Background: an optimization exercise with open tools, aiming at small area, a short achievable clock period and few clock cycles per item. Do not read the settings as production practice. In this exercise RTL edits were held to simulation tests only and were not proved equivalent to the original. No activity file was given, so power comes from the tool's default toggle rates.

==> flow/design.v (excerpt) <==
module ce_mac (
    input  wire        clk,
    input  wire        rst,         
    input  wire        in_valid,
    output wire        in_ready,
    input  wire [1:0]  in_op,
    input  wire [31:0] in_mant,     
    input  wire [5:0]  in_shift,    
    input  wire [31:0] in_x,        
    input  wire [4:0]  in_osh,      
    output reg         out_valid,
    output reg  [31:0] out_y,
    output reg         out_sat
);
    assign in_ready = 1'b1;
    reg        v0;
    reg        mv0, ld0;     
    reg [1:0]  op0;
    reg [31:0] mant0;
    reg [15:0] bone, btwo, bneg;    
    reg [5:0]  sh0;
    reg [4:0]  osh0;
    wire [33:0] bx = {in_x, 1'b0};
    wire [15:0] e_one, e_two, e_neg;
    genvar gi;
    generate
        for (gi = 0; gi < 16; gi = gi + 1) begin : g_benc
            wire b0 = bx[2*gi], b1 = bx[2*gi+1], b2 = bx[2*gi+2];
            assign e_one[gi] = b1 ^ b0;
            assign e_two[gi] = (b2 & ~b1 & ~b0) | (~b2 & b1 & b0);
            assign e_neg[gi] = b2;
        end
    endgenerate
    always @(posedge clk) begin
        v0    <= in_valid & ~rst;
        mv0   <= in_valid & ~rst & (in_op == 2'd2);
        ld0   <= in_valid & ~rst & (in_op == 2'd1);
        op0   <= in_op;
        mant0 <= in_mant;
        bone  <= e_one;
        btwo  <= e_two;
        bneg  <= e_neg;
        sh0   <= in_shift;
        osh0  <= in_osh;
    end
    wire mac0  = op0 == 2'd2;
    wire wb0   = op0 == 2'd3;
    wire [31:0] a = mv0 ? mant0 : {1'b0, ld0, 30'd0};
    wire [32:0] ax = {a[31], a};
    wire [32:0] pp0, pp1, pp2, pp3, pp4, pp5, pp6, pp7,
                pp8, pp9, pp10, pp11, pp12, pp13, pp14, pp15;
    wire [32:0] pp [0:15];
    generate
        for (gi = 0; gi < 16; gi = gi + 1) begin : g_booth
            assign pp[gi] = {33{bneg[gi]}} ^ (({33{bone[gi]}} & ax) | ({33{btwo[gi]}} & {ax[31:0], 1'b0}));
        end
    endgenerate
  ...
For scale: roughly 5,700 cells after synthesis, about 440 flip-flops, ~120 I/O pins, about 46,000 um2 of cells after synthesis.
clock: 25.0 ns
lec_check: 0
abc_area: 1
cap_margin: 20
core_margin: 2
core_utilization: 50
cts_cluster_diameter: 120
cts_cluster_size: 22
slew_margin: 20
synth_hierarchical: 1
standard.sh (not shown) runs the stock make flow with config.mk's settings and CLKGATE_MAP_FILE= SYNTH_SCRIPT=/design/flow/synth_recipe.tcl, a recipe that flattens the netlist after the stock synthesis.
==> flow/flow/run.sh <==
#!/bin/bash
set -euo pipefail
MARGIN=$(cat flow/margin.txt)
bash standard.sh synth > log_synth.txt 2>&1
bash standard.sh SETUP_SLACK_MARGIN=$MARGIN MATCH_CELL_FOOTPRINT=0 \
  "BUFFER_PORTS_ARGS=-buffer_cell sky130_fd_sc_hd__buf_4" finish > log_layout.txt 2>&1
==> flow/flow/margin.txt <==
19.2
Testbench counts at the start, summed over its fixed seeds: cycles 24,081, items 24,049.
Next try:
CTS_CLUSTER_DIAMETER = not set   (was 120)
CTS_CLUSTER_SIZE = not set   (was 22)
Outcome:
- The new run went through all stages and came out clean
- setup slack improved by 0.0083 ns
- routed wire length hardly moves
- sequential power barely changes
- die area does not change
- cell area went up by 1.7%
- first-iteration DRC count went down by 1.7%
- global-route usage goes up by 0.24 points
- worst hold slack loses 0.0055 ns

ce_mac again, from the RTL that the note above started with.
export LEC_CHECK = 0
export ABC_AREA = 1
export CAP_MARGIN = 0
export CORE_MARGIN = 2
export CORE_UTILIZATION = 65
export CTS_CLUSTER_DIAMETER = 120
export CTS_CLUSTER_SIZE = 22
export SLEW_MARGIN = 0
export SYNTH_HIERARCHICAL = 1
create_clock -name core_clock -period 25.0 [get_ports {clk}]
Scripts as last shown in full above: flow/flow/run.sh, flow/flow/margin.txt
The first run produced a clean layout.
Testbench counts at the start, summed over its fixed seeds: cycles 24,081, items 24,049.
Rerun with:
==> flow/flow/margin.txt (replaced) <==
19.0
- CORE_UTILIZATION: 65 -> 70
Outcome: Clock power went down by about 2%. Die area went down by about 7%. Global-route usage went up by 2.1 points. Synthesized cell count is unchanged. Via count went up by 0.99%. Power is about the same.
Rerun with:
==> flow/flow/margin.txt (replaced) <==
19.2
- CAP_MARGIN: 0 -> 20
- CORE_UTILIZATION: 70 -> 65
- CTS_CLUSTER_DIAMETER: 120 -> default
- CTS_CLUSTER_SIZE: 22 -> default
- SLEW_MARGIN: 0 -> 20
Result: Design area is higher by 2.5%. Setup slack degrades by 0.0061 ns. Count of clock-buffer cells in the layout rose by 42. Global-route usage goes down by 1.7 points. Total power rises by 6.0%. Clock power goes up by 75%. Register-to-register slack gets better by 0.17 ns. First-iteration DRC count drops by 9.2%. Wire length grows by 2.8%. Maximum frequency hardly moves.
Rerun with:
==> flow/flow/margin.txt (replaced) <==
19.0
- CAP_MARGIN: 20 -> 0
- CTS_CLUSTER_DIAMETER: default -> 120
- CTS_CLUSTER_SIZE: default -> 22
- SLEW_MARGIN: 20 -> 0
What happened:
- routed wire length falls by 0.73%
- non-clock buffer count shrinks by 1
- die area does not change
- register-to-register slack degrades by 0.18 ns
- worst setup slack improved by 0.029 ns

==> re-timing with driven ports <==
In the flow no input, the clock included, has a driving cell. The finished layouts below were timed again as built, in two steps.
Step 1 sets driving cells, clkbuf_16 on the clock port and buf_2 on the other inputs (assumed; they add their load-dependent delay and slew).
Step 2 times the ports against the registers' clock, not the clock port: input delays grow and output delays shrink by t, the midpoint of the rising clock arrivals with the driver on.
a / b / c = ideal ports / drivers / drivers and shift; a / b = the first two.
run	t, ns	setup WS [ns]	worst data-port slew with drivers (ns)
the first run of note 1	0.722	18.868 / 18.796 / 19.362	0.09
the second run of note 1	0.721	18.876 / 18.806 / 19.349	0.09
the first run of note 2	0.673	18.952 / 18.885 / 19.312	0.10
the second run of note 2	0.661	18.932 / 18.867 / 19.192	0.08
the third run of note 2	0.703	18.926 / 18.853 / 19.331	0.11
the fourth run of note 2	0.671	18.956 / 18.888 / 19.183	0.10
After both steps every run listed still meets setup and hold.
